Background: an optimization exercise with open tools, aiming at small area, a short achievable clock period and few clock cycles. Do not read the settings as production practice.
The RTL was checked by simulation tests, not by an equivalence proof against the original design.

before:
## policer_bank
module policer_bank (
    input  wire        clk,
    input  wire        rst,
    input  wire        req_valid,
    output wire        req_ready,
    input  wire [1:0]  req_op,         
    input  wire [2:0]  req_idx,
    input  wire [31:0] req_time,
    input  wire [15:0] req_len,
    input  wire [1:0]  req_colour,
    input  wire        req_type,
    input  wire        req_aware,
    input  wire        req_red_act,
    input  wire [28:0] req_cir,
    input  wire [28:0] req_pir,
    input  wire [23:0] req_cbs,
    input  wire [23:0] req_ebs,
    output reg         rsp_valid,
    output reg         rsp_ok,
    output reg  [1:0]  rsp_colour,
    output reg         rsp_red_act,
    output reg         rsp_en,
    output reg         rsp_type,
    output reg         rsp_aware,
    output reg  [28:0] rsp_cir,
    output reg  [28:0] rsp_pir,
    output reg  [23:0] rsp_cbs,
    output reg  [23:0] rsp_ebs,
    output reg  [23:0] rsp_committed,
    output reg  [23:0] rsp_tokens,
    output reg  [31:0] rsp_green,
    output reg  [31:0] rsp_yellow,
    output reg  [31:0] rsp_red
);
For scale: roughly 4,900 flip-flops, about 430 I/O pins, about 250,000 um^2 of cells after synthesis.
==> flow/config.mk <==
export PLATFORM = sky130hd
export DESIGN_NAME = policer_bank
export DESIGN_NICKNAME = policer_bank
export VERILOG_FILES = /design/flow/design.v
export SDC_FILE = /design/flow/constraint.sdc
export NUM_CORES = 4
export LEC_CHECK = 0
export CAP_MARGIN = 20
export CORE_MARGIN = 2
export CORE_UTILIZATION = 35
export PLACE_DENSITY = 0.55
export SLEW_MARGIN = 20
==> flow/constraint.sdc <==
create_clock -name core_clock -period 24.0 [get_ports {clk}]
set_input_delay 4.8000 -clock core_clock [delete_from_list [all_inputs] [get_ports {clk}]]
set_output_delay 4.8000 -clock core_clock [all_outputs]
set_load 0.01 [all_outputs]
standard.sh (not shown) runs the stock make flow with config.mk's settings and CLKGATE_MAP_FILE= SYNTH_SCRIPT=/design/flow/synth_recipe.tcl, a recipe that flattens the netlist after the stock synthesis.
==> flow/flow/run.sh <==
#!/bin/bash
# The standard layout (the standard.sh: standard synthesis, ORFS from
# floorplan to finish), except that the input and output ports are
# buffered with sky130_fd_sc_hd__buf_2 instead of the buffer cell that
# buffer_ports picks by default. Make's output goes to standard.log; each
# ORFS step writes its own log under orfs/logs/.
set -euo pipefail
export BUFFER_PORTS_ARGS="-buffer_cell sky130_fd_sc_hd__buf_2"
bash standard.sh > standard.log 2>&1
Testbench counts of before, summed over its fixed seeds: cycles 26,760.
The inputs of after differ from those of before as listed below.
diff --git a/flow/design.v b/flow/design.v
--- a/flow/design.v
+++ b/flow/design.v
@@ -4543,14 +4543,15 @@
     wire [49:0] e_qe = e_qes + e_qec;
     wire        e_cfg   = (e_op == OP_CONFIG);
     wire        e_type  = e_cfg ? e_pl[50] : p_type[e_idx];
     wire        e_aware = e_cfg ? e_pl[49] : p_aware[e_idx];
     wire        e_red   = e_cfg ? e_pl[48] : p_red_act[e_idx];
     wire [23:0] e_cbs   = e_cfg ? e_pl[47:24] : p_cbs[e_idx*24 +: 24];
     wire [23:0] e_ebs   = e_cfg ? e_pl[23:0]  : p_ebs[e_idx*24 +: 24];
+    wire [24:0] e_ce    = {1'b0, e_cbs} + {1'b0, e_ebs};      
     always @(posedge clk) begin
         for (i = 0; i < 8; i = i + 1) begin
             if (e_v && e_en && e_cfg && e_idx == i) begin
                 p_type[i]          <= e_pl[50];
                 p_aware[i]         <= e_pl[49];
                 p_red_act[i]       <= e_pl[48];
                 p_cbs[i*24 +: 24]  <= e_pl[47:24];
@@ -4561,14 +4562,15 @@
     reg        f_v;
     reg [1:0]  f_op;
     reg [2:0]  f_idx;
     reg        f_en;
     reg [57:0] f_pl;
     reg        f_type, f_aware, f_red;
     reg [23:0] f_cbs, f_ebs;
+    reg [24:0] f_ce;
     reg [41:0] f_qc;               
     reg [41:0] f_qt;               
     reg [17:0] f_qe;               
     reg [9:0]  f_plc, f_ple;
     reg        f_satc, f_sate;
     always @(posedge clk) begin
         f_v     <= e_v & ~rst;
@@ -4577,14 +4579,15 @@
         f_en    <= e_en;
         f_pl    <= e_pl;
         f_type  <= e_type;
         f_aware <= e_aware;
         f_red   <= e_red;
         f_cbs   <= e_cbs;
         f_ebs   <= e_ebs;
+        f_ce    <= e_ce;
         f_qc    <= e_qc[46:5];
         f_qt    <= e_type ? e_qe[46:5] : e_qc[46:5];
         f_qe    <= e_qe[22:5];
         f_plc   <= e_plc;
         f_ple   <= e_ple;
         f_satc  <= e_satc;
         f_sate  <= e_sate;
@@ -4599,19 +4602,19 @@
                        (f_q18e << 8) - (f_q18e << 5) + (f_q18e << 2) + f_q18e;
     wire        f_cinc = !f_rc[17];
     wire        f_cine = !f_re[17];
     wire [44:0] f_qc45 = {3'd0, f_qc};
     wire [44:0] f_qt45 = {3'd0, f_qt};
     wire [28:0] f_ncbs = ~{5'd0, f_cbs};
     wire [28:0] f_nebs = ~{5'd0, f_ebs};
+    wire [28:0] f_nce  = ~{4'd0, f_ce};
     wire [44:0] f_ks   = f_qc45 + {45{1'b1}};                               
     wire [44:0] f_kov  = f_qc45 + {f_ncbs, 16'hFFFE};                       
     wire [44:0] f_kt   = f_qt45 + (f_type ? {45{1'b1}} : {f_ncbs, 16'hFFFF});
-    wire [44:0] f_kts  = f_qt45 + (f_type ? {f_nebs, 16'hFFFE} : {f_ncbs, 16'hFFFF}) +
-                         (f_type ? 45'd0 : {f_nebs, 16'hFFFF});                          
+    wire [44:0] f_kts  = f_qt45 + (f_type ? {f_nebs, 16'hFFFE} : {f_nce, 16'hFFFE});    
     reg        g_v;
     reg [1:0]  g_op;
     reg [2:0]  g_idx;
     reg        g_en;
     reg [57:0] g_pl;
     reg        g_type, g_aware, g_red;
     reg [23:0] g_cbs, g_ebs;
Results
- First element of the critical path = rsp_colour[1]$_DFF_P_: after; first element of the critical path = rsp_colour[0]$_DFF_P_: before
- Re clock sink count: after and before aren't equal, and the higher value belongs to after.
- Compared with before, after shows hold slack higher by 0.012 ns.
- after reports a lower minimum period implied by the final worst setup slack than before does.
- Compared to before, after has extra flip-flops.
- Maximum number of pins on one net before global-route repair (after / before): 0.66
- Routed wire length (lower): before
- Measured against before, the first-iteration DRC count of after comes out at 1.06 times the reference value.
- On post-synthesis to final-layout area growth, after and before are neck and neck.
- More vias were needed by after than by before.
Testbench counts of after, summed over its fixed seeds: cycles 26,760.

## re-timing with driven ports
Ports are ideal in the flow. The routed layouts listed here were re-timed in OpenROAD. Step 1: set_driving_cell puts a clkbuf_16 on clk and a buf_2 on each other input, an assumption about the parent block. Step 2 moves the port delays by t, midway between the first and last clock arrival at a register: inputs arrive t later, outputs are due t later. That takes back most of the time a late clock gives input paths. a / b / c = ideal ports / drivers / drivers and shift; a / b = the first two.
| run | t (ns) | setup slack, ns | hold slack, ns |
|---|---|---|---|
| before | 1.196 | 17.358 / 17.229 / 17.778 | 0.262 / 0.262 / 0.262 |
| after | 1.201 | 17.466 / 17.325 / 17.502 | 0.274 / 0.274 / 0.274 |
After both steps every run listed still meets setup and hold.
